What follows belongs to an exercise in optimizing a design on an open flow for small area, a short achievable clock period and few clock cycles; a production flow would make more cautious choices. Only simulation tests tie the RTL to the original design; equivalence was not proved. No activity file was given, so power comes from the tool's default toggle rates.

==> design.v <==
module ce_alu (
    input  wire        clk,
    input  wire        rst,         
    input  wire        in_valid,
    output wire        in_ready,
    input  wire [7:0]  op,
    input  wire [1:0]  sz,          
    input  wire [31:0] a,           
    input  wire [31:0] b,           
    input  wire [31:0] c,           
    input  wire [4:0]  flags_in,    
    output reg         out_valid,
    output reg  [31:0] result,
    output wire [4:0]  flags_out,
    output reg         wr_d,
    output reg  [1:0]  exc          
);
    localparam FC = 0, FV = 1, FZ = 2, FN = 3, FT = 4;
    localparam ST_NORM = 4'd0, ST_MUL = 4'd1, ST_MULC = 4'd2, ST_DIVA = 4'd3,
               ST_DIVB = 4'd4, ST_DIV = 4'd5, ST_DIVF = 4'd6, ST_CRC = 4'd7,
               ST_FFS  = 4'd8;
    function automatic multi_op(input [7:0] o, input [1:0] s);
        multi_op = (s != 2'd3) &&
                   (((o[7:4] == 4'h1) && (o[3:0] >= 4'h4) && (o[3:0] <= 4'hA)) ||
                    (o == 8'h35) ||
                    (((o == 8'h37) || (o == 8'h38)) && (s != 2'd0)));
    endfunction
    reg [4:0]  fo_base;
    reg        fo_zr, fo_nr;
    reg [1:0]  fo_sz;
    assign flags_out = {fo_base[FT],
                        fo_nr ? msb_at(result, fo_sz) : fo_base[FN],
                        fo_zr ? (result == 32'd0) : fo_base[FZ],
                        fo_base[FV], fo_base[FC]};
    reg        rdy;
    reg        v1;
    reg [3:0]  st;
    reg [4:0]  cnt;
    reg        neg_q_r, neg_r_r, mcorr_r;
    reg [7:0]  op1;
    reg [1:0]  sz1;
    reg [31:0] a1, b1, c1;
    reg [4:0]  f1;
    assign in_ready = rdy;
    wire [31:0] mask_in = (sz == 2'd0) ? 32'h0000_00FF :
                          (sz == 2'd1) ? 32'h0000_FFFF : 32'hFFFF_FFFF;
    wire        crc_in  = (op == 8'h37) || (op == 8'h38);
    wire        mul_in  = (op == 8'h14) || (op == 8'h15) || (op == 8'h16);
    wire [31:0] a_sx_in = (sz == 2'd0) ? {{24{a[7]}}, a[7:0]} :
                          (sz == 2'd1) ? {{16{a[15]}}, a[15:0]} : a;
    wire s8  = (sz1 == 2'd0);
    wire s16 = (sz1 == 2'd1);
    wire [31:0] mask = s8 ? 32'h0000_00FF : s16 ? 32'h0000_FFFF : 32'hFFFF_FFFF;
    wire [4:0]  modmask = s8 ? 5'd7 : s16 ? 5'd15 : 5'd31;
    function automatic msb_at(input [31:0] x, input [1:0] s);
        msb_at = (s == 2'd0) ? x[7] : (s == 2'd1) ? x[15] : x[31];
    endfunction
    wire        a_neg = msb_at(a1, sz1);
    wire        b_neg = msb_at(b1, sz1);
    function automatic [10:0] op_class(input [7:0] o, input [1:0] s);
        reg [9:0] cl;
        begin
            cl[0] = (o == 8'h10) || (o == 8'h11);                            
            cl[1] = (o == 8'h12) || (o == 8'h13) || (o == 8'h1B) || (o == 8'h1C);  
            cl[2] = (o == 8'h14) || (o == 8'h15) || (o == 8'h16);            
            cl[3] = (o >= 8'h17) && (o <= 8'h1A);                            
            cl[4] = (o >= 8'h20) && (o <= 8'h25);                            
            cl[5] = (o >= 8'h26) && (o <= 8'h2A);                            
            cl[6] = (o >= 8'h30) && (o <= 8'h33);                            
            cl[7] = (o == 8'h35);                                            
            cl[8] = (o == 8'h36);                                            
            cl[9] = (o == 8'h37) || (o == 8'h38);                            
            op_class = {(s != 2'd3) && (cl != 10'd0), cl};
        end
    endfunction
    reg  [10:0] cls1;
    wire op_add  = cls1[0];
    wire op_sub  = cls1[1];
    wire op_mul  = cls1[2];
    wire op_div  = cls1[3];
    wire op_log  = cls1[4];
    wire op_sh   = cls1[5];
    wire op_bit  = cls1[6];
    wire op_ffs  = cls1[7];
    wire op_bsw  = cls1[8];
    wire op_crc  = cls1[9];
    wire legal   = cls1[10];
    wire norm    = (st == ST_NORM);
    wire div_s   = op1[3] & ~op1[0];
    wire d_quot  = ~(op1[3] & (op1[1] | op1[0]));
    wire nq_c    = div_s && (a_neg ^ b_neg);
    wire nr_c    = div_s && a_neg;
    wire neg_q   = norm ? nq_c : neg_q_r;
    wire neg_r   = norm ? nr_c : neg_r_r;
    wire d_negout = d_quot ? neg_q : neg_r;     
    wire abs_a   = div_s && a_neg;
    wire abs_b   = div_s && b_neg;
    wire bzero   = (b1 == 32'd0);
    reg         ad_zx, ad_inv, ad_ci;
    reg  [1:0]  ad_ysel;
    wire [10:0] cls_in   = op_class(op, sz);
    wire        a_neg_in = (sz == 2'd0) ? a[7] : (sz == 2'd1) ? a[15] : a[31];
    wire        zx_in    = (cls_in[1] & op[3] & op[0]) | cls_in[7] | cls_in[3];
    wire        inv_in   = cls_in[1] | cls_in[7] | cls_in[3];
    wire        ya_in    = zx_in & ~(cls_in[3] & ~(op[3] & ~op[0] & a_neg_in));
    wire        ci_in    = (cls_in[0] & op[0]) ? flags_in[FC] :
                           (cls_in[1] & op[0] & ~op[3]) ? ~flags_in[FC] : inv_in;
    wire [31:0] ad_x    = ad_zx ? 32'd0 : a1;
    wire [31:0] ad_ys   = ({32{ad_ysel[0]}} & a1) | ({32{ad_ysel[1]}} & c1) |
                          ({32{ad_ysel == 2'd0}} & b1);
    wire [31:0] ad_y    = ad_inv ? ~ad_ys : (ad_ys | ~mask);
    reg         ad_mul;
    wire [37:0] mcs, mcc;                     
    wire        bn1;
    wire [35:0] ad_x36  = ad_mul ? mcs[35:0] : {4'd0, ad_x};
    wire [35:0] ad_y36  = ad_mul ? mcc[35:0] : {4'd0, ad_y};
    wire        ad_ci1  = ad_mul ? bn1 : ad_ci;
    wire [35:0] ad_s    = ad_x36 + ad_y36 + {35'd0, ad_ci1};
    wire [31:0] ad_r    = ad_s[31:0] & mask;
    wire        ad_co   = ad_s[32];
    wire        ad_c    = ad_co ^ op_sub;                
    wire        ad_v    = msb_at((ad_x ^ ad_r) & (ad_y ^ ad_r), sz1);
    reg [31:0] lg_r;
    always @* begin
        case (op1[2:0])
            3'd0:    lg_r = a1 & b1;
            3'd1:    lg_r = a1 | b1;
            3'd2:    lg_r = a1 ^ b1;
            3'd3:    lg_r = a1 & ~b1;
            3'd4:    lg_r = ~a1 & mask;
            default: lg_r = a1;
        endcase
    end
    wire        dnorm_act = (st == ST_DIVB) || (norm && op_div);
    wire [4:0]  k       = b1[4:0];
    wire [4:0]  kr      = b1[4:0] & modmask;
    wire [31:0] rep     = s8 ? {4{a1[7:0]}} : s16 ? {2{a1[15:0]}} : a1;
    wire        is_shl  = op_sh & ~op1[3] & ~op1[0];
    wire        is_shr  = op_sh & ~op1[3] & op1[0];
    wire        is_sar  = op_sh & op1[3] & ~op1[1] & ~op1[0];
    wire        is_rol  = op_sh & op1[3] & op1[0];
    wire        sh_rot  = op_sh & op1[3] & (op1[1] | op1[0]);
    wire [4:0]  dnorm, dnorm_l;
    wire [31:0] rt_x    = dnorm_act ? b1 : rep;
    reg  [4:0]  rts;
    wire [4:0]  k_in    = b[4:0] & ((op == 8'h29 || op == 8'h2A) ?
                          ((sz == 2'd0) ? 5'd7 : (sz == 2'd1) ? 5'd15 : 5'd31) : 5'd31);
    wire [4:0]  rts_in  = (op == 8'h26 || op == 8'h29) ? (5'd0 - k_in) : k_in;
    always @(posedge clk) if (rdy) rts <= rts_in;
    wire [4:0]  rt_s    = dnorm_act ? dnorm_l : rts;
    wire [31:0] rt1 = rt_s[0] ? {rt_x[0],    rt_x[31:1]}  : rt_x;
    wire [31:0] rt2 = rt_s[1] ? {rt1[1:0],   rt1[31:2]}   : rt1;
    wire [31:0] rt3 = rt_s[2] ? {rt2[3:0],   rt2[31:4]}   : rt2;
    wire [31:0] rt4 = rt_s[3] ? {rt3[7:0],   rt3[31:8]}   : rt3;
    wire [31:0] rot = rt_s[4] ? {rt4[15:0],  rt4[31:16]}  : rt4;
    reg  [31:0] thr;                     
    integer     ti;
    always @* for (ti = 0; ti < 32; ti = ti + 1) thr[ti] = ({1'b0, k} <= 6'd31 - ti[5:0]);
    wire [31:0] thl;                                    
    genvar gi;
    generate for (gi = 0; gi < 32; gi = gi + 1) begin : g_thl
        assign thl[gi] = thr[31 - gi];
    end endgenerate
    wire [31:0] lowm    = s8 ? {24'd0, thr[31:24]} : s16 ? {16'd0, thr[31:16]} : thr;
    wire        k_gt_n  = s8 ? (k > 5'd8) : s16 ? (k > 5'd16) : 1'b0;
    wire        k_zero  = (k == 5'd0);
    wire        sar_neg = is_sar && a_neg;
    wire        is_shrs = op_sh & ~is_shl & ~sh_rot;             
    wire [31:0] sh_keep = ({32{is_shl}} & thl) | ({32{is_shrs}} & lowm) | {32{sh_rot}};
    wire [31:0] sh_r    = mask & ((rot & sh_keep) | (~sh_keep & {32{sar_neg}}));
    wire        sh_c    = is_shl  ? (!(k_zero || k_gt_n) & (s8 ? rot[8] : s16 ? rot[16] : rot[0])) :
                          sh_rot  ? ((kr != 5'd0) & (is_rol ? rot[0] : msb_at(rot, sz1))) :
                                    (!k_zero & (k_gt_n ? sar_neg : rot[31]));
    wire        is_btst = op_bit & (op1[1:0] == 2'd0);
    reg  [4:0]  bitn;                    
    always @(posedge clk) if (rdy)
        bitn <= ((op == 8'h30) ? b[4:0] : a[4:0]) &
                ((sz == 2'd0) ? 5'd7 : (sz == 2'd1) ? 5'd15 : 5'd31);
    wire [31:0] bsrc    = is_btst ? a1 : c1;
    reg  [31:0] onehot;                  
    integer     bi;
    always @* for (bi = 0; bi < 32; bi = bi + 1) onehot[bi] = (bitn == bi[4:0]);
    wire        bit_t   = |(bsrc & onehot);
    wire [31:0] bt_chg  = (op1[1:0] == 2'd1) ? ~c1 : (op1[1:0] == 2'd2) ? c1 : 32'hFFFF_FFFF;
    wire [31:0] bt_r    = c1 ^ (onehot & bt_chg);
    wire [31:0] bsw_r = s8  ? {24'd0, a1[7:0]} :
                        s16 ? {16'd0, a1[7:0], a1[15:8]} :
                              {a1[7:0], a1[15:8], a1[23:16], a1[31:24]};
    wire [7:0]  cx    = a1[7:0] ^ b1[7:0];
    wire [31:0] crc_c;
    assign crc_c[0] = a1[8] ^ cx[0] ^ cx[1] ^ cx[2] ^ cx[3] ^ cx[4];
    assign crc_c[1] = a1[9] ^ cx[0] ^ cx[1] ^ cx[2] ^ cx[3] ^ cx[4] ^ cx[5];
    assign crc_c[2] = a1[10] ^ cx[1] ^ cx[2] ^ cx[3] ^ cx[4] ^ cx[5] ^ cx[6];
    assign crc_c[3] = a1[11] ^ cx[2] ^ cx[3] ^ cx[4] ^ cx[5] ^ cx[6] ^ cx[7];
    assign crc_c[4] = a1[12] ^ cx[1] ^ cx[2] ^ cx[5] ^ cx[6] ^ cx[7];
    assign crc_c[5] = a1[13] ^ cx[1] ^ cx[4] ^ cx[6] ^ cx[7];
    assign crc_c[6] = a1[14] ^ cx[1] ^ cx[3] ^ cx[4] ^ cx[5] ^ cx[7];
    assign crc_c[7] = a1[15] ^ cx[1] ^ cx[3] ^ cx[5] ^ cx[6];
    assign crc_c[8] = a1[16] ^ cx[0] ^ cx[2] ^ cx[4] ^ cx[6] ^ cx[7];
    assign crc_c[9] = a1[17] ^ cx[0] ^ cx[2] ^ cx[4] ^ cx[5] ^ cx[7];
    assign crc_c[10] = a1[18] ^ cx[2] ^ cx[4] ^ cx[5] ^ cx[6];
    assign crc_c[11] = a1[19] ^ cx[3] ^ cx[5] ^ cx[6] ^ cx[7];
    assign crc_c[12] = a1[20] ^ cx[1] ^ cx[2] ^ cx[3] ^ cx[6] ^ cx[7];
    assign crc_c[13] = a1[21] ^ cx[1] ^ cx[7];
    assign crc_c[14] = a1[22] ^ cx[1] ^ cx[3] ^ cx[4];
    assign crc_c[15] = a1[23] ^ cx[0] ^ cx[2] ^ cx[4] ^ cx[5];
    assign crc_c[16] = a1[24] ^ cx[0] ^ cx[1] ^ cx[3] ^ cx[5] ^ cx[6];
    assign crc_c[17] = a1[25] ^ cx[0] ^ cx[1] ^ cx[2] ^ cx[4] ^ cx[6] ^ cx[7];
    assign crc_c[18] = a1[26] ^ cx[4] ^ cx[5] ^ cx[7];
    assign crc_c[19] = a1[27] ^ cx[0] ^ cx[1] ^ cx[2] ^ cx[3] ^ cx[4] ^ cx[5] ^ cx[6];
    assign crc_c[20] = a1[28] ^ cx[1] ^ cx[2] ^ cx[3] ^ cx[4] ^ cx[5] ^ cx[6] ^ cx[7];
    assign crc_c[21] = a1[29] ^ cx[0] ^ cx[1] ^ cx[5] ^ cx[6] ^ cx[7];
    assign crc_c[22] = a1[30] ^ cx[0] ^ cx[3] ^ cx[4] ^ cx[6] ^ cx[7];
    assign crc_c[23] = a1[31] ^ cx[2] ^ cx[3] ^ cx[5] ^ cx[7];
    assign crc_c[24] = cx[1] ^ cx[2] ^ cx[6];
    assign crc_c[25] = cx[0] ^ cx[2] ^ cx[3] ^ cx[7];
    assign crc_c[26] = cx[2];
    assign crc_c[27] = cx[3];
    assign crc_c[28] = cx[0] ^ cx[4];
    assign crc_c[29] = cx[0] ^ cx[1] ^ cx[5];
    assign crc_c[30] = cx[0] ^ cx[1] ^ cx[2] ^ cx[6];
    assign crc_c[31] = cx[0] ^ cx[1] ^ cx[2] ^ cx[3] ^ cx[7];
    wire [31:0] crc_e;
    assign crc_e[0] = a1[8] ^ cx[2];
    assign crc_e[1] = a1[9] ^ cx[0] ^ cx[3];
    assign crc_e[2] = a1[10] ^ cx[0] ^ cx[1] ^ cx[4];
    assign crc_e[3] = a1[11] ^ cx[1] ^ cx[2] ^ cx[5];
    assign crc_e[4] = a1[12] ^ cx[0] ^ cx[2] ^ cx[3] ^ cx[6];
    assign crc_e[5] = a1[13] ^ cx[1] ^ cx[3] ^ cx[4] ^ cx[7];
    assign crc_e[6] = a1[14] ^ cx[4] ^ cx[5];
    assign crc_e[7] = a1[15] ^ cx[0] ^ cx[5] ^ cx[6];
    assign crc_e[8] = a1[16] ^ cx[1] ^ cx[6] ^ cx[7];
    assign crc_e[9] = a1[17] ^ cx[7];
    assign crc_e[10] = a1[18] ^ cx[2];
    assign crc_e[11] = a1[19] ^ cx[3];
    assign crc_e[12] = a1[20] ^ cx[0] ^ cx[4];
    assign crc_e[13] = a1[21] ^ cx[0] ^ cx[1] ^ cx[5];
    assign crc_e[14] = a1[22] ^ cx[1] ^ cx[2] ^ cx[6];
    assign crc_e[15] = a1[23] ^ cx[2] ^ cx[3] ^ cx[7];
    assign crc_e[16] = a1[24] ^ cx[0] ^ cx[2] ^ cx[3] ^ cx[4];
    assign crc_e[17] = a1[25] ^ cx[0] ^ cx[1] ^ cx[3] ^ cx[4] ^ cx[5];
    assign crc_e[18] = a1[26] ^ cx[0] ^ cx[1] ^ cx[2] ^ cx[4] ^ cx[5] ^ cx[6];
    assign crc_e[19] = a1[27] ^ cx[1] ^ cx[2] ^ cx[3] ^ cx[5] ^ cx[6] ^ cx[7];
    assign crc_e[20] = a1[28] ^ cx[3] ^ cx[4] ^ cx[6] ^ cx[7];
    assign crc_e[21] = a1[29] ^ cx[2] ^ cx[4] ^ cx[5] ^ cx[7];
    assign crc_e[22] = a1[30] ^ cx[2] ^ cx[3] ^ cx[5] ^ cx[6];
    assign crc_e[23] = a1[31] ^ cx[3] ^ cx[4] ^ cx[6] ^ cx[7];
    assign crc_e[24] = cx[0] ^ cx[2] ^ cx[4] ^ cx[5] ^ cx[7];
    assign crc_e[25] = cx[0] ^ cx[1] ^ cx[2] ^ cx[3] ^ cx[5] ^ cx[6];
    assign crc_e[26] = cx[0] ^ cx[1] ^ cx[2] ^ cx[3] ^ cx[4] ^ cx[6] ^ cx[7];
    assign crc_e[27] = cx[1] ^ cx[3] ^ cx[4] ^ cx[5] ^ cx[7];
    assign crc_e[28] = cx[0] ^ cx[4] ^ cx[5] ^ cx[6];
    assign crc_e[29] = cx[0] ^ cx[1] ^ cx[5] ^ cx[6] ^ cx[7];
    assign crc_e[30] = cx[0] ^ cx[1] ^ cx[6] ^ cx[7];
    assign crc_e[31] = cx[1] ^ cx[7];
    wire [31:0] crc_r = op1[0] ? crc_c : crc_e;
    wire        mul_hs   = op1[1];
    wire [32:0] mx       = {mul_hs & a1[31], a1};    
    wire [31:0] macc     = c1;                   
    function automatic [2:0] booth_sel(input [2:0] g);    
        booth_sel = {g[2] & ~(g[1] & g[0]),
                     (g == 3'b011) || (g == 3'b100),
                     g[1] ^ g[0]};
    endfunction
    reg  [5:0]  bsel;
    wire [31:0] b_in_m = b & mask_in;
    wire [5:0]  bsel_n = rdy ? {booth_sel(b_in_m[3:1]), booth_sel({b_in_m[1:0], 1'b0})}
                             : {booth_sel(b1[7:5]), booth_sel(b1[5:3])};
    wire        bo0  = bsel[0], bt0 = bsel[1], bn0 = bsel[2];
    wire        bo1  = bsel[3], bt1 = bsel[4];
    assign      bn1  = bsel[5];
    wire [37:0] mxe  = {{5{mx[32]}}, mx};
    wire [37:0] mxe2 = {mxe[36:0], 1'b0};
    wire [37:0] mp0  = ((mxe & {38{bo0}}) | (mxe2 & {38{bt0}})) ^ {38{bn0}};
    wire [37:0] mp1  = (({mxe[35:0], 2'b00} & {38{bo1}}) |
                        ({mxe[34:0], 3'b000} & {38{bt1}})) ^ {38{bn1}};
    wire [37:0] mpa  = {{6{macc[31]}}, macc};
    assign      mcs  = mpa ^ mp0 ^ mp1;
    assign      mcc  = {(mpa[36:0] & mp0[36:0]) | (mpa[36:0] & mp1[36:0]) |
                        (mp0[36:0] & mp1[36:0]), bn0};
    wire [35:0] mt   = ad_s;
    wire [31:0] m_lo = {mt[3:0], b1[31:4]};
    wire [31:0] m_hi = mt[35:4];
    wire [31:0] m_res = (op1[1:0] == 2'd0) ? (s8 ? {24'd0, m_lo[31:24]} :
                                          s16 ? {16'd0, m_lo[31:16]} : m_lo)
                                       : (m_hi & mask);
    wire        mcorr_c = (op1[1:0] == 2'd1) && b_neg;    
    wire        mcorr   = norm ? mcorr_c : mcorr_r;
    function automatic [5:0] lead(input [31:0] x);
        reg [15:0] v1; reg [15:0] i1;
        reg [7:0]  v2; reg [15:0] i2;
        reg [3:0]  v3; reg [11:0] i3;
        reg [1:0]  v4; reg [7:0]  i4;
        integer j;
        begin
            for (j = 0; j < 16; j = j + 1) begin
                v1[j] = x[2*j+1] | x[2*j];
                i1[j] = x[2*j+1];
            end
            for (j = 0; j < 8; j = j + 1) begin
                v2[j] = v1[2*j+1] | v1[2*j];
                i2[2*j +: 2] = v1[2*j+1] ? {1'b1, i1[2*j+1]} : {1'b0, i1[2*j]};
            end
            for (j = 0; j < 4; j = j + 1) begin
                v3[j] = v2[2*j+1] | v2[2*j];
                i3[3*j +: 3] = v2[2*j+1] ? {1'b1, i2[2*(2*j+1) +: 2]} : {1'b0, i2[2*(2*j) +: 2]};
            end
            for (j = 0; j < 2; j = j + 1) begin
                v4[j] = v3[2*j+1] | v3[2*j];
                i4[4*j +: 4] = v3[2*j+1] ? {1'b1, i3[3*(2*j+1) +: 3]} : {1'b0, i3[3*(2*j) +: 3]};
            end
            lead = (v4[1] | v4[0]) ? {1'b0, v4[1] ? {1'b1, i4[7:4]} : {1'b0, i4[3:0]}} : 6'd32;
        end
    endfunction
    wire [5:0]  la      = lead(a1);
    wire [5:0]  lb      = lead(b1);
    wire [5:0]  ldiff   = la - lb;
    wire        qzero   = la[5] || ldiff[5];
    assign      dnorm   = ldiff[4:0];
    assign      dnorm_l = lb[4:0] - la[4:0];           
    wire        dv_ge   = ad_co;                      
    wire [31:0] dv_q    = {c1[30:0], dv_ge};
    wire [31:0] dv_rm   = dv_ge ? ad_r : a1;
    wire [5:0]  ffs_r   = la[5] ? (s8 ? 6'd8 : s16 ? 6'd16 : 6'd32) : la;
    reg [4:0]  o_fl;      
    reg [4:0]  o_fm;      
    reg        o_wr;
    reg [1:0]  o_exc;
    reg        o_v;
    reg        o_ffs;
    reg [3:0]  st_n;
    reg [4:0]  cnt_n;
    always @* begin
        o_fl  = 5'd0;
        o_fm  = 5'b01111;
        o_wr  = 1'b1;
        o_exc = 2'd0;
        o_v   = 1'b0;
        o_ffs = 1'b0;
        st_n  = st;
        cnt_n = cnt;
        case (st)
            ST_NORM: if (v1) begin
                if (!legal) begin
                    o_v   = 1'b1;
                    o_fm  = 5'd0;
                    o_wr  = 1'b0;
                    o_exc = 2'd2;
                end else if (op_add || op_sub) begin
                    o_v   = 1'b1;
                    o_fl[FC] = ad_c;
                    o_fl[FV] = ad_v;
                    o_wr  = !op1[2];
                end else if (op_log) begin
                    o_v   = 1'b1;
                    o_wr  = (op1[2:0] != 3'd5);
                end else if (op_sh) begin
                    o_v   = 1'b1;
                    o_fl[FC] = sh_c;
                end else if (op_bit) begin
                    o_v   = 1'b1;
                    o_fl[FT] = bit_t;
                    o_fm  = 5'b10000;
                    o_wr  = !is_btst;
                end else if (op_ffs) begin
                    st_n  = ST_FFS;
                end else if (op_bsw) begin
                    o_v   = 1'b1;
                    o_fm  = 5'b01100;
                end else if (op_crc) begin
                    o_fm  = 5'b00000;
                    if (s8) o_v = 1'b1;
                    else begin
                        st_n  = ST_CRC;
                        cnt_n = s16 ? 5'd1 : 5'd3;
                    end
                end else if (op_mul) begin
                    st_n  = ST_MUL;
                    cnt_n = s8 ? 5'd1 : s16 ? 5'd3 : 5'd7;
                end else begin                          
                    if (bzero) begin
                        o_v   = 1'b1;
                        o_fm  = 5'd0;
                        o_wr  = 1'b0;
                        o_exc = 2'd1;
                    end else if (abs_a) begin
                        st_n  = abs_b ? ST_DIVA : ST_DIVB;
                    end else if (abs_b) begin
                        st_n  = ST_DIVB;
                    end else if (qzero) begin           
                        o_v   = 1'b1;
                    end else begin
                        st_n  = ST_DIV;
                        cnt_n = dnorm;
                    end
                end
            end
            ST_FFS: begin
                o_v   = 1'b1;
                o_ffs = 1'b1;
                o_fm  = 5'b00100;
                st_n  = ST_NORM;
            end
            ST_MUL: begin
                cnt_n = cnt - 5'd1;
                if (cnt == 5'd1) begin
                    if (mcorr) st_n = ST_MULC;
                    else begin
                        o_v  = 1'b1;
                        st_n = ST_NORM;
                    end
                end
            end
            ST_MULC: begin
                o_v   = 1'b1;
                st_n  = ST_NORM;
            end
            ST_DIVA: st_n = ST_DIVB;
            ST_DIVB: begin
                if (qzero) begin
                    if (d_quot || !neg_r) begin
                        o_v   = 1'b1;
                        st_n  = ST_NORM;
                    end else
                        st_n  = ST_DIVF;
                end else begin
                    st_n  = ST_DIV;
                    cnt_n = dnorm;
                end
            end
            ST_DIV: begin
                o_fl[FV] = op1[3] && !op1[1] && !op1[0] && msb_at(dv_q, sz1);
                cnt_n = cnt - 5'd1;
                if (cnt == 5'd0) begin
                    if (d_negout) st_n = ST_DIVF;
                    else begin
                        o_v  = 1'b1;
                        st_n = ST_NORM;
                    end
                end
            end
            ST_DIVF: begin
                o_v   = 1'b1;
                st_n  = ST_NORM;
            end
            ST_CRC: begin
                o_fm  = 5'b00000;
                cnt_n = cnt - 5'd1;
                if (cnt == 5'd1) begin
                    o_v  = 1'b1;
                    st_n = ST_NORM;
                end
            end
            default: st_n = ST_NORM;
        endcase
        o_fl[FZ] = la[5];                       
    end
    wire st_div  = (st == ST_DIV);
    wire sel_ad  = (norm && (op_add || op_sub)) || (st == ST_MULC) || (st == ST_DIVF);
    wire sel_lg  = norm && op_log;
    wire sel_sh  = norm && op_sh;
    wire sel_bt  = norm && op_bit;
    wire sel_bsw = norm && op_bsw;
    wire sel_crc = (norm && op_crc) || (st == ST_CRC);
    wire sel_mul = (st == ST_MUL);
    wire sel_ffs = (st == ST_FFS);
    wire sel_a1  = ((norm && op_div) || (st == ST_DIVB)) && !d_quot;    
    wire [31:0] o_res = ({32{sel_ad}}  & ad_r)  | ({32{sel_lg}}  & lg_r)  |
                        ({32{sel_sh}}  & sh_r)  | ({32{sel_bt}}  & bt_r)  |
                        ({32{sel_bsw}} & bsw_r) | ({32{sel_crc}} & crc_r) |
                        ({32{sel_mul}} & m_res) | ({32{sel_ffs}} & {26'd0, ffs_r}) |
                        ({32{sel_a1}}  & a1)    |
                        ({32{st_div &&  d_quot}} & dv_q) |
                        ({32{st_div && !d_quot}} & dv_rm);
    reg fin_n;
    always @* begin
        case (st_n)
            ST_NORM: fin_n = 1'b1;
            ST_FFS:  fin_n = 1'b1;
            ST_MUL:  fin_n = (cnt_n == 5'd1) && !mcorr;
            ST_MULC: fin_n = 1'b1;
            ST_DIV:  fin_n = (cnt_n == 5'd0) && !d_negout;
            ST_DIVF: fin_n = 1'b1;
            ST_CRC:  fin_n = (cnt_n == 5'd1);
            default: fin_n = 1'b0;
        endcase
    end
    always @(posedge clk) begin
        if (rst) begin
            st        <= ST_NORM;
            rdy       <= 1'b1;
            v1        <= 1'b0;
            out_valid <= 1'b0;
        end else begin
            st        <= st_n;
            cnt       <= cnt_n;
            rdy       <= rdy ? !(in_valid && multi_op(op, sz)) : fin_n;
            v1        <= rdy && in_valid;
            out_valid <= o_v;
        end
    end
    always @(posedge clk) begin
        if (rdy) begin
            ad_zx   <= zx_in;
            ad_inv  <= inv_in;
            ad_ysel <= {1'b0, ya_in};
            ad_ci   <= ci_in;
            ad_mul  <= cls_in[2];
        end else begin
            ad_zx   <= (st_n == ST_DIVA) || (st_n == ST_DIVF);
            ad_inv  <= (st_n == ST_DIVA) || (st_n == ST_DIV) || (st_n == ST_DIVF);
            ad_ci   <= (st_n == ST_DIVA) || (st_n == ST_DIV) || (st_n == ST_DIVF);
            ad_mul  <= (st_n == ST_MUL);
            ad_ysel <= (st_n == ST_MULC) ? 2'd2 :
                       (st_n == ST_DIVF) ? (d_quot ? 2'd2 : 2'd1) : 2'd0;
        end
        result    <= o_res;
        fo_base   <= (f1 & ~o_fm) | (o_fl & o_fm);
        fo_zr     <= o_fm[FZ] && !o_ffs;
        fo_nr     <= o_fm[FN];
        fo_sz     <= sz1;
        wr_d      <= o_wr;
        exc       <= o_exc;
        if (norm) begin
            neg_q_r <= nq_c;
            neg_r_r <= nr_c;
            mcorr_r <= mcorr_c;
        end
        bsel <= bsel_n;
    end
    wire [31:0] ffs_iso = a1 & ad_r;                
    wire st_mul  = (st == ST_MUL), st_diva = (st == ST_DIVA), st_divb = (st == ST_DIVB);
    wire st_crc  = (st == ST_CRC);
    wire n_div   = norm && op_div;
    wire wa_ffs  = norm && op_ffs;
    wire wa_abs  = n_div && abs_a;
    wire wa_crc  = (norm && op_crc) || st_crc;
    wire wa_div  = st_div;
    wire wb_mul  = (norm && op_mul) || st_mul;
    wire wb_abs  = (n_div && !abs_a && abs_b) || st_diva;
    wire wb_rot  = (n_div && !abs_a && !abs_b) || st_divb;
    wire wc_zero = wb_rot;
    wire [31:0] a1_e = ({32{wa_ffs}} & ffs_iso) | ({32{wa_abs}} & ad_r) |
                       ({32{wa_crc}} & crc_r)   | ({32{wa_div}} & dv_rm);
    wire [31:0] b1_e = ({32{wb_mul}} & m_lo)    | ({32{wb_abs}} & ad_r) |
                       ({32{wb_rot}} & rot)     | ({32{wa_crc}} & {8'd0, b1[31:8]}) |
                       ({32{wa_div}} & {1'b0, b1[31:1]});
    wire [31:0] c1_e = ({32{wb_mul}} & m_hi)    | ({32{wa_div}} & dv_q);
    wire        a1_we = wa_ffs || wa_abs || wa_crc || wa_div;
    wire        b1_we = wb_mul || wb_abs || wb_rot || wa_crc || wa_div;
    wire        c1_we = wb_mul || wc_zero || wa_div;
    always @(posedge clk) begin
        if (rdy) begin
            op1 <= op;
            cls1 <= op_class(op, sz);
            sz1 <= sz;
            f1  <= flags_in;
        end
        if (rdy)        a1 <= (a & (crc_in ? 32'hFFFF_FFFF : mask_in)) |
                               ({32{(op == 8'h16) && a_neg_in}} & ~mask_in);    
        else if (a1_we) a1 <= a1_e;
        if (rdy)        b1 <= b & mask_in;
        else if (b1_we) b1 <= b1_e;
        if (rdy)        c1 <= mul_in ? 32'd0 : (c & mask_in);
        else if (c1_we) c1 <= c1_e;
    end
endmodule
==> flow/run.sh <==
#!/bin/bash
set -euo pipefail
bash standard.sh SETUP_SLACK_MARGIN=7 finish > standard.log 2>&1
==> standard.sh <==
#!/bin/bash
# synth_recipe.tcl (not shown) runs the flow's synth.tcl, then flattens the netlist and writes it again
# the make line also repeats each setting of config.mk as NAME=value (left out here)
make -C /OpenROAD-flow-scripts/flow DESIGN_CONFIG=/design/flow/config.mk WORK_HOME=/design/flow/orfs CLKGATE_MAP_FILE= SYNTH_SCRIPT=/design/flow/synth_recipe.tcl "${@:-finish}"
==> config.mk <==
export PLATFORM = sky130hd
export DESIGN_NAME = ce_alu
export DESIGN_NICKNAME = ce_alu
export VERILOG_FILES = /design/flow/design.v
export SDC_FILE = /design/flow/constraint.sdc
export NUM_CORES = 4
export LEC_CHECK = 0
export ABC_AREA = 1
export CAP_MARGIN = 20
export CORE_MARGIN = 2
export CORE_UTILIZATION = 35
export SETUP_SLACK_MARGIN = 5
export SLEW_MARGIN = 20
export TNS_END_PERCENT = 0
==> constraint.sdc <==
create_clock -name core_clock -period 10.0 [get_ports {clk}]
set_input_delay 2.0000 -clock core_clock [delete_from_list [all_inputs] [get_ports {clk}]]
set_output_delay 2.0000 -clock core_clock [all_outputs]
set_load 0.01 [all_outputs]
==> flow_summary.ini, run 1 <==
[setup_path]
r2r_slack_ns = 5.04
worstPathRequired_ns = 10.41
crit_fanout = 29
cp_slowest_stage_delay_ns = 0.92
path_cells = buf_4 > inv_1 > buf_4 > nand2_1 > buf_4 > inv_2 > buf_4 > nand3_1 > o21ai_0 > o21ai_0 > a21oi_1 > a2111oi_2 > o21ai_0 > nor2_1 > nand4_1
crit_path_frequent_cell = buf_4
cp-startpoint = op1[0]$_DFFE_PP_
critPathSlowestCell = a2111oi_2
cp_data_arrival_time_ns = 5.38
r2r-end = result[20]$_DFF_P_
path_buf_inv = 6
r2r_cells = 15
crit_cells = 15
crit_path_end = result[20]$_DFF_P_
cp_top_family = compound AO/OA/AOI/OAI gates
end_kind = register
r2r-start = op1[0]$_DFFE_PP_
path_class = reg2reg
startpoint_type = register

[clock_tree]
cts_buffers = 17
cts-root-buf = clkbuf_16
clock_latency_ns = 0.57
cts_tree = done
path_clk_slew_ns = 0.10
htreeDepth = 4
cts.sinks = 199
clock_path_buffers = 2

[global_route]
grt_pass1_vias = 36916
grt-busiest-layer = met2
track_usage_pct = 52.2
gr-usage-met3_pct = 24.3
grt_overflow = 0
gr-usage-met2_pct = 70.9
antenna_found_initial = 23
use_met1_pct = 63.1
grt_pass1_wl_um = 309000
grt_max_degree = 78

[placement]
hpwl_um = 172000
gp_congestion = 1.12
numPortBuffers = 155
placed_cells = 5723

[timing]
worstMarginPinSlew_ns = 1.28
fmax_mhz = 202
finClkSkew_ns = 0.0288
period_needed_ns = 4.96
hold_violations = 0
slew_viol_final = 0
fin_crit_sh_pct = 49.6
setup_violations = 0
relSlewSlack_pct = 13.6
finalSetupTns_ns = 0
grt_setup_unrepaired = yes

[detailed_routing]
ant_nets = 0
firstDrtPassIters = 10
num_vias = 41103
drc = 0
wire_per_inst_um = 38.7
first_iter_violations = 7319
drt_wl_total_um = 231000
via_per_inst = 6.89

[die]
dieArea_um2 = 85000
core_um2 = 82000
rows = 105
start_util_pct = 35.3
die_h_um = 292
io_pins = 156
die_w_um = 292

[layout]
stdcell_count = 5967
final_layout_size_suffix_gt1_share_pct = 14.9
nNetsFinal = 5108
fillers = 8833
areaGrowthSynthToFinish_pct = 23.6

[worst_hold_path]
hp-class = reg2reg

[synthesis]
synth_seq_cells = 199
ys_types = 74
postSynthCellCount = 4683
synthArstFlopShare_pct = 0
syn_avg_cell_area_um2 = 6.18
syn-cell-area_um2 = 28900
ys_seq_area_share_pct = 18.4
synth_edf_count = 133
synth_top_flop_cell = edfxtp_1
synthesis.nets = 4924
synth-warning-count = 1

[pwr]
peakVddDrop_uv = 164
p_per_area_nw_per_um2 = 158
power_leakage_nw = 15.1

[flow_run]
timing.max_cap.violations = 0

[run_status]
status = complete, no violations
routing by layer:
layer	routed length (um)	vias to the layer above
met3	36200	1173
met1	83400	19269
met5	242	-
met2	87500	3989
met4	23600	18
li1	-	16654
registers in the layout, indices dropped and copies added (netlist names), 2 cells and up:
name and count:
exc 2, cls1 11, a1 32, f1 5, st 4, fo_sz 2, bitn 5, rts 5
bsel 6, result 32, cnt 5, ad_ysel 2, op1 4, c1 32, sz1 2, fo_base 5
b1 32
tightest hold or removal path, delay by kind of cell (launching register included):
kind / cells / cell delay (ns)
simple gates: 2 / 0.13
flops: 1 / 0.32
kinds of logic (layout without fill, tap and decap cells):
kind of cell | count (synthesis) | count (layout) | synth area share, %
flip-flops | 199 | 199 | 18.4
other | 0 | 17 | 0
buffers and inverters | 794 | 991 | 10.8
AND/OR/NAND/NOR | 1904 | 1904 | 27.5
XOR/XNOR | 190 | 190 | 5.75
adder cells (fa/ha/maj) | 127 | 127 | 6.50
multiplexers | 7 | 7 | 0.242
AO/OA/AOI/OAI | 1462 | 1462 | 30.8
cells in the mapped netlist, drive strengths merged, types with 17 or more instances:
| cell type | number | area (um^2) |
|---|---|---|
| dfxtp | 66 | 1320 |
| or2 | 29 | 181 |
| nor4 | 21 | 131 |
| nor3 | 56 | 295 |
| o22ai | 162 | 1010 |
| fa | 39 | 781 |
| o211ai | 167 | 1270 |
| nor2 | 380 | 1500 |
| a22o | 26 | 228 |
| xnor2 | 42 | 368 |
| o221ai | 38 | 333 |
| a22oi | 18 | 135 |
| nand4 | 33 | 206 |
| o21ai | 471 | 2380 |
| o31ai | 44 | 330 |
| a21oi | 347 | 1740 |
| a31oi | 50 | 313 |
| a221oi | 18 | 158 |
| edfxtp | 133 | 3990 |
| nand3 | 290 | 1470 |
| buf | 113 | 558 |
| o2111ai | 17 | 149 |
| ha | 88 | 1100 |
| nand2 | 1086 | 4110 |
| xor2 | 148 | 1300 |
| inv | 455 | 1710 |
| clkbuf | 216 | 817 |
| a32o | 17 | 170 |
where the power goes:
part / total (mW) / switching [mW] / internal (mW) / leakage, nW
combinational: 3.72 / 2.59 / 1.13 / 12.8
clock: 0.852 / 0.485 / 0.367 / 0.304
sequential: 1.09 / 0.130 / 0.957 / 2.02
cells in the final DEF (no fill, tap or decap), types with 50 or more instances in the layout:
master / synthesis / layout
clkdlybuf4s50_1: 0 / 155
a21oi_1: 347 / 331
edfxtp_1: 133 / 133
o21ai_0: 404 / 364
o22ai_1: 162 / 152
nand3_1: 287 / 273
dfxtp_1: 66 / 60
o21ai_1: 64 / 57
buf_4: 7 / 273
nor2_1: 368 / 343
inv_1: 436 / 399
o211ai_1: 166 / 166
nand2_1: 1075 / 1025
ha_1: 88 / 78
xor2_1: 148 / 136
nand2_2: 9 / 50
how the worst min path moves through the flow:
| stage | start | endpoint | slack [ns] | cells after the start |
|---|---|---|---|---|
| after CTS | neg_q_r$_DFF_P_ | neg_q_r$_DFF_P_ | 0.47 | 2 |
| after floorplan | sz1[0]$_DFFE_PP_ | fo_sz[0]$_DFF_P_ | 0.39 | 0 |
| after global routing | neg_q_r$_DFF_P_ | neg_q_r$_DFF_P_ | 0.48 | 2 |
| final | neg_q_r$_DFF_P_ | neg_q_r$_DFF_P_ | 0.48 | 2 |
| after global placement | neg_q_r$_DFF_P_ | neg_q_r$_DFF_P_ | 0.44 | 2 |
| after detailed placement | neg_q_r$_DFF_P_ | neg_q_r$_DFF_P_ | 0.44 | 2 |
through the flow:
step                      power, mW  setup slack, ns  cell area, um^2  utilization, %  hold WS (ns)
after floorplan                2.68             6.05            29100               -         0.393
after global placement         4.03             3.60            31700            38.7         0.435
after detailed placement       4.00             3.65            31700            38.7         0.442
after CTS                      5.26             5.39            35100            42.8         0.467
after global routing           5.74             5.07            35700            43.6         0.478
final                          5.66             5.04            35800            43.6         0.475
final cells by class:
class,instances,area (um^2),share of cell area [%]
timing repair buffer,494,4730,13.2
inverter,465,1870,5.22
clock buffer,17,425,1.19
antenna,17,42.5,0.119
tap,1070,1340,3.74
clock inverter,15,194,0.542
multi-input combinational,3690,21800,61.1
sequential,199,5330,14.9
what timing repair did:
item,CTS,global route
gates resized for setup,320,85
pin swaps,62,47
hold buffers,0,0
cloned,5,2
setup buffers,153,33
setup endpoints to repair,309,312
Testbench counts, summed over its fixed seeds: cycles 5,894.
==> run 2, diff against run 1 <==
==> run.sh (new file) <==
#!/bin/bash
# synth_recipe.tcl (not shown) runs the flow's synth.tcl, then flattens the netlist and writes it again
# the make line also repeats each setting of config.mk as NAME=value (left out here)
make -C /OpenROAD-flow-scripts/flow DESIGN_CONFIG=/design/flow/config.mk WORK_HOME=/design/flow/orfs CLKGATE_MAP_FILE= SYNTH_SCRIPT=/design/flow/synth_recipe.tcl finish
removed: flow/run.sh
removed: standard.sh
==> run 2 against run 1 <==
Net effect: worst setup slack got worse by 0.24 ns; non-clock buffer count decreased by 44; via count decreased by 1.6%; final area decreased by 3.3%; flip-flop and latch count unchanged; critical path depth decreased by 2; count of clock-buffer cells in the layout increased by 2; first-iteration DRC count decreased by 2.4%; synthesized cell count unchanged; combinational power decreased by 9.1%; power decreased by 6.2%; critical path type unchanged; largest cell class unchanged.
==> flow_summary.ini, run 2 <==
[layout]
fillers = 9089
stdcell_count = 5920
nNetsFinal = 5069
areaGrowthSynthToFinish_pct = 19.5
fin_util_pct = 42.2
final_cell_mix = 1,053 x nand2_1, 401 x inv_1, 374 x o21ai_0
final_layout_size_suffix_gt1_share_pct = 11.8
mostFrequentLayoutCell = nand2_1

[synthesis]
synthArstFlopShare_pct = 0
synth_edf_count = 133
syn-cell-area_um2 = 28900
synth_top_cells_by_count = 1,075 x nand2_1, 436 x inv_1, 404 x o21ai_0
synth.area.top_cells = nand2_1 14%, edfxtp_1 14%, o21ai_0 7.0%
netlist.area_leader.share_pct = 13.9
ys_types = 74
synth_most_common_cell = nand2_1
synth_seq_cells = 199
ys_seq_area_share_pct = 18.4
synth_top_flop_cell = edfxtp_1
synth.largest_area_cell = nand2_1
synthesis.nets = 4924
syn_avg_cell_area_um2 = 6.18
postSynthCellCount = 4683
synth-warning-count = 1

[global_route]
grt_overflow = 0
track_usage_pct = 50.5
grt_pass1_wl_um = 300000
grt_max_degree = 78
antenna_found_initial = 20
grt_pass1_vias = 36169

[setup_path]
end_kind = register
cp_data_arrival_time_ns = 5.60
r2r-start = b1[2]$_DFFE_PP_
path_buf_inv = 3
path_cells = clkinvlp_4 > buf_4 > ha_2 > inv_1 > nand2_1 > nand2_1 > xor2_1 > o21ai_0 > a21oi_1 > o21ai_0 > o2111ai_1 > a31oi_1 > o2111ai_1
r2r_slack_ns = 4.79
critPathSlowestCell = o21ai_0
startpoint_type = register
r2r-end = result[24]$_DFF_P_
path_class = reg2reg
worstPathRequired_ns = 10.39
cp_top_family = compound AO/OA/AOI/OAI gates
cp_slowest_stage_delay_ns = 0.75
crit_fanout = 14
r2r_cells = 13

[timing]
setup_violations = 0
slew_viol_final = 0
period_needed_ns = 5.21
worst_slack_ns = 4.79
relSlewSlack_pct = 10.6
finalSetupTns_ns = 0
grt_setup_unrepaired = yes
worstMarginPinSlew_ns = 1.33
hold_violations = 0
fmax_mhz = 192
fin_crit_sh_pct = 52.1
finClkSkew_ns = 0.0393
hold_ws_ns = 0.467

[placement]
gp_congestion = 1.10
numPortBuffers = 155
pre_cts_ws_ns = 3.86
placed_cells = 5719
hpwl_um = 167000

[worst_hold_path]
min_to = neg_q_r$_DFF_P_
hp-class = reg2reg
hp-start = neg_q_r$_DFF_P_
hold_path_depth = 2

[detailed_routing]
drc = 0
firstDrtPassIters = 7
wire_per_inst_um = 37.9
drt_wl_total_um = 224000
via_per_inst = 6.83
num_vias = 40458
first_iter_violations = 7143
ant_nets = 0

[pwr]
peakVddDrop_uv = 152
p_per_area_nw_per_um2 = 153
power_leakage_nw = 14.6

[die]
start_util_pct = 35.3
rows = 105
die_w_um = 292
dieArea_um2 = 85000
core_um2 = 82000
io_pins = 156
die_h_um = 292

[run_status]
status = complete, no violations

[clock_tree]
clock_latency_ns = 0.58
cts-root-buf = clkbuf_16
htreeDepth = 4
path_clk_slew_ns = 0.09
clock_path_buffers = 2
cts_tree = done
cts.sinks = 199
cts_buffers = 17

[flow_run]
timing.max_cap.violations = 0
run 2: cell counts after synthesis:
No cell type changed its count.
run 2: layout make-up:
cell class,instances,area (um^2),area share [%]
Antenna cell,9,22.5,0.0651
Clock buffer,19,443,1.28
Tap cell,1070,1340,3.87
Inverter,465,1890,5.47
Clock inverter,13,161,0.467
Timing Repair inverter,4,32.5,0.0941
Multi-Input combinational cell,3691,21200,61.4
Timing Repair Buffer,450,4130,11.9
Sequential cell,199,5330,15.4
run 2: metrics by stage:
stage	power (mW)	area (um^2)
4_1_cts	4.87	33100
2_1_floorplan	2.66	28900
3_3_place_gp	3.96	31600
5_1_grt	5.39	34600
3_5_place_dp	3.93	31600
6_report	5.31	34600
run 2: worst max path at each step:
stage | slack, ns | depth (start not counted) | endpoint | start
2_1_floorplan | 5.35 | 25 | a1[28]$_DFFE_PP_ | bsel[2]$_DFF_P_
3_3_place_gp | 3.59 | 11 | result[9]$_DFF_P_ | b1[2]$_DFFE_PP_
3_5_place_dp | 3.86 | 24 | result[12]$_DFF_P_ | a1[0]$_DFFE_PP_
4_1_cts | 4.92 | 18 | result[8]$_DFF_P_ | a1[14]$_DFFE_PP_
5_1_grt | 4.93 | 27 | b1[27]$_DFFE_PP_ | b1[2]$_DFFE_PP_
6_report | 4.79 | 13 | result[24]$_DFF_P_ | b1[2]$_DFFE_PP_
run 2: worst min-delay path: stages, from the launching register on:
cell and delay, ns:
dfxtp_1 0.31, nand2_1 0.05, nand2_1 0.08
run 2: what timing repair did:
action,4_1_cts,5_1_grt
pin swaps,4,30
hold buffers,0,0
gates resized for setup,90,168
cloned,3,8
buffers inserted,64,85
endpoints found under the setup margin,153,149
run 2: kinds of logic (layout without fill, tap and decap cells):
logic type	count (synthesis)	after routing	synth area share, %
xor gates and xnor gates	190	190	5.75
buffers and inverters	794	951	10.8
and+or+nand+nor	1904	1904	27.5
AOI/OAI and AO/OA	1462	1463	30.8
muxes	7	7	0.242
adders and majority gates	127	127	6.50
other	0	9	0
DFF	199	199	18.4
run 2: layer usage:
metal,up-vias,GRT usage (%),wire (um)
met5,-,0,134
met3,950,23.4,36100
met2,3808,66.9,83500
met1,19106,64.1,84800
met4,18,35.1,19800
li1,16576,-,-
run 2: report_power, final:
part / switching [mW] / internal, mW
clock network: 0.463 / 0.384
registers: 0.129 / 0.956
logic: 2.40 / 0.977
total: 2.99 / 2.32
==> run 3, diff against run 2 <==
--- a/design.v
+++ b/design.v
@@ -110,8 +110,8 @@
                           ({32{ad_ysel == 2'd0}} & b1);
     wire [31:0] ad_y    = ad_inv ? ~ad_ys : (ad_ys | ~mask);
-    reg         ad_mul;
+    reg         ad_mul, ad_xa;                
     wire [37:0] mcs, mcc;                     
     wire        bn1;
-    wire [35:0] ad_x36  = ad_mul ? mcs[35:0] : {4'd0, ad_x};
+    wire [35:0] ad_x36  = ({36{ad_mul}} & mcs[35:0]) | ({36{ad_xa}} & {4'd0, a1});
     wire [35:0] ad_y36  = ad_mul ? mcc[35:0] : {4'd0, ad_y};
     wire        ad_ci1  = ad_mul ? bn1 : ad_ci;
@@ -507,4 +507,5 @@
             ad_ci   <= ci_in;
             ad_mul  <= cls_in[2];
+            ad_xa   <= ~zx_in & ~cls_in[2];
         end else begin
             ad_zx   <= (st_n == ST_DIVA) || (st_n == ST_DIVF);
@@ -512,4 +513,5 @@
             ad_ci   <= (st_n == ST_DIVA) || (st_n == ST_DIV) || (st_n == ST_DIVF);
             ad_mul  <= (st_n == ST_MUL);
+            ad_xa   <= !((st_n == ST_DIVA) || (st_n == ST_DIVF)) && (st_n != ST_MUL);
             ad_ysel <= (st_n == ST_MULC) ? 2'd2 :
                        (st_n == ST_DIVF) ? (d_quot ? 2'd2 : 2'd1) : 2'd0;
==> flow/run.sh (new file) <==
#!/bin/bash
set -euo pipefail
bash standard.sh SETUP_SLACK_MARGIN=7 finish > standard.log 2>&1
==> standard.sh (new file) <==
#!/bin/bash
# synth_recipe.tcl (not shown) runs the flow's synth.tcl, then flattens the netlist and writes it again
# the make line also repeats each setting of config.mk as NAME=value (left out here)
make -C /OpenROAD-flow-scripts/flow DESIGN_CONFIG=/design/flow/config.mk WORK_HOME=/design/flow/orfs CLKGATE_MAP_FILE= SYNTH_SCRIPT=/design/flow/synth_recipe.tcl "${@:-finish}"
removed: run.sh
==> run 3 against run 2 <==
Net effect: power shrank 13%; count of clock-buffer cells in the layout shrank 2; combinational power shrank 17%; critical endpoint is now result[7]$_DFF_P_; hold slack lost 0.087 ns; synthesized cell count grew 0.43%; largest power group unchanged.
==> flow_summary.ini, run 3 <==
[detailed_routing]
num_vias = 40685
drc = 0
firstDrtPassIters = 9
ant_nets = 0
wire_per_inst_um = 37.3
via_per_inst = 6.79
first_iter_violations = 6922
drt_wl_total_um = 224000

[synthesis]
synth_most_common_cell = nand2_1
synthesis.nets = 4944
ys_seq_area_share_pct = 18.3
syn-cell-area_um2 = 29200
netlist.area_leader.share_pct = 13.8
ys_types = 77
synth_seq_cells = 200
synth.area.top_cells = nand2_1 14%, edfxtp_1 14%, o21ai_0 6.5%
postSynthCellCount = 4703
synth_top_flop_cell = edfxtp_1
syn_avg_cell_area_um2 = 6.21
synth_edf_count = 133
synth-warning-count = 1
synth.largest_area_cell = nand2_1
synth_top_cells_by_count = 1,073 x nand2_1, 421 x inv_1, 378 x o21ai_0
synthArstFlopShare_pct = 0

[clock_tree]
cts-root-buf = clkbuf_16
clock_latency_ns = 0.57
clock_path_buffers = 2
htreeDepth = 4
cts_hold_buf = 0
cts_buffers = 17
cts_tree = done
path_clk_slew_ns = 0.11
cts.sinks = 200

[die]
rows = 105
core_um2 = 82400
io_pins = 156
die_w_um = 293
start_util_pct = 35.4
dieArea_um2 = 85700
die_h_um = 293

[setup_path]
cp_data_arrival_time_ns = 5.35
r2r_slack_ns = 5.06
crit_fanout = 10
startpoint_type = register
end_kind = register
r2r-end = result[7]$_DFF_P_
r2r_cells = 11
path_class = reg2reg
worstPathRequired_ns = 10.41
r2r-start = b1[3]$_DFFE_PP_

[global_route]
grt_pass1_vias = 36977
grt_overflow = 0
track_usage_pct = 50.5
antenna_found_initial = 28
grt_pass1_wl_um = 303000
grt_max_degree = 65

[worst_hold_path]
hp-class = reg2reg
hp-start = sz1[1]$_DFFE_PP_
min_to = fo_sz[1]$_DFF_P_
hold_path_depth = 0

[timing]
grt_setup_unrepaired = yes
finalSetupTns_ns = 0
hold_violations = 0
period_needed_ns = 4.94
fmax_mhz = 202
worstMarginPinSlew_ns = 1.35
finClkSkew_ns = 0.0248
hold_ws_ns = 0.380
slew_viol_final = 0
setup_violations = 0
fin_crit_sh_pct = 49.4
relSlewSlack_pct = 10.2

[pwr]
p_per_area_nw_per_um2 = 129
peakVddDrop_uv = 153
finalPower_mw = 4.61
power_leakage_nw = 15.0

[layout]
nNetsFinal = 5130
final_layout_size_suffix_gt1_share_pct = 15.0
fillers = 8937
mostFrequentLayoutCell = nand2_1
final_cell_mix = 1,034 x nand2_1, 391 x inv_1, 353 x nor2_1
areaGrowthSynthToFinish_pct = 22.3
fin_util_pct = 43.3

[flow_run]
timing.max_cap.violations = 0

[placement]
gp_congestion = 1.09
numPortBuffers = 155
hpwl_um = 165000

[run_status]
status = complete, no violations
[run 3: logic make-up (layout without fill, tap and decap cells)]
group / Yosys count / after routing / synth area share (%)
flops: 200 / 200 / 18.3
mux: 2 / 2 / 0.0686
xor+xnor: 187 / 187 / 5.61
fa+ha+maj: 127 / 127 / 6.45
compound gates: 1425 / 1426 / 29.7
buf+inv: 789 / 987 / 11.1
simple gates: 1973 / 1973 / 28.7
other cells: 0 / 18 / 0
[run 3: what timing repair did]
item	CTS	global route
cloned	11	5
endpoints found under the hold margin	0	0
pin swaps	48	61
gates resized for setup	256	134
buffers inserted	122	57
endpoints found under the setup margin	307	312
[run 3: critical path, cell delays in order, from the launching register on]
cell and delay, ns:
edfxtp_1 0.82, inv_1 0.51, ha_2 0.76, clkinv_1 0.56, nand2_1 0.21, nand2_1 0.22, o21ai_0 0.27, a21o_1 0.40
nand3_1 0.13, a211oi_1 0.53, nand3_1 0.15, o21bai_1 0.19
[run 3: worst max path at each step]
stage / startpoint / end / slack, ns / cells after the start
2_1_floorplan: bsel[2]$_DFF_P_ / a1[5]$_DFFE_PP_ / 5.99 / 24
3_3_place_gp: a1[0]$_DFFE_PP_ / a1[9]$_DFFE_PP_ / 3.74 / 24
3_5_place_dp: a1[0]$_DFFE_PP_ / a1[9]$_DFFE_PP_ / 3.82 / 24
4_1_cts: a1[0]$_DFFE_PP_ / a1[10]$_DFFE_PP_ / 5.43 / 25
5_1_grt: b1[21]$_DFFE_PP_ / result[31]$_DFF_P_ / 5.14 / 25
6_report: b1[3]$_DFFE_PP_ / result[7]$_DFF_P_ / 5.06 / 11
[run 3: cell type report]
| cell class | instances | area [um^2] | area share, % |
|---|---|---|---|
| antenna | 18 | 45.0 | 0.126 |
| clock buffer | 17 | 425 | 1.19 |
| clock inverter | 15 | 175 | 0.491 |
| inverter | 458 | 1870 | 5.23 |
| multi-input combinational | 3715 | 21800 | 61.0 |
| sequential | 200 | 5350 | 15.0 |
| tap | 1070 | 1340 | 3.75 |
| timing repair buffer | 492 | 4650 | 13.0 |
| timing repair inverter | 5 | 58.8 | 0.165 |
[run 3: power breakdown]
group          leakage [nW]  total (mW)  internal, mW  switching, mW
sequential             2.03        1.01         0.936         0.0766
clock                 0.285       0.802         0.338          0.464
combinational          12.7        2.80         0.852           1.95
[run 3: through the flow]
step / area [um^2] / cells / setup slack (ns)
after floorplan: 29300 / 4703 / 5.99
after global placement: 31800 / 5742 / 3.74
after detailed placement: 31800 / 5742 / 3.82
after CTS: 34500 / 5907 / 5.43
after global routing: 35700 / 5976 / 5.14
final: 35700 / 5990 / 5.06
[run 3: layer usage]
metal	vias up	GRT usage [%]	share of wire (%)
li1	16719	-	-
met1	19171	62.1	37
met2	3730	70.9	39
met3	1051	20.0	14
met4	14	36.4	9.4
met5	-	1.47	0.15
Testbench counts of run 3, summed over its fixed seeds: cycles 5,894.

[port drivers added, routing unchanged]
Ports are ideal in the flow. The routed layouts listed here were re-timed in OpenROAD.
Step 1 assumes that a clkbuf_16 drives the clock port and a buf_2 every other input.
Step 2 adds t to the input delays and takes it off the output delays; t is the mean of the earliest and latest rising clock arrival at the registers after step 1. Input paths then give back, and output paths get back, about the clock's delay inside the block.
Slacks: ideal ports / drivers / drivers and shift; pairs: ideal ports / drivers.
run	t, ns	setup slack, ns	pins driven straight from the clock port
run 1	0.631	5.038 / 5.038 / 4.767	1
run 2	0.628	4.794 / 4.794 / 4.531	1
run 3	0.621	5.058 / 5.058 / 4.753	1
After both steps setup and hold are still met in every run listed. For run 3, which loses most, drivers alone change the setup slack by 0.000 ns; drivers and shift together by -0.305 ns.
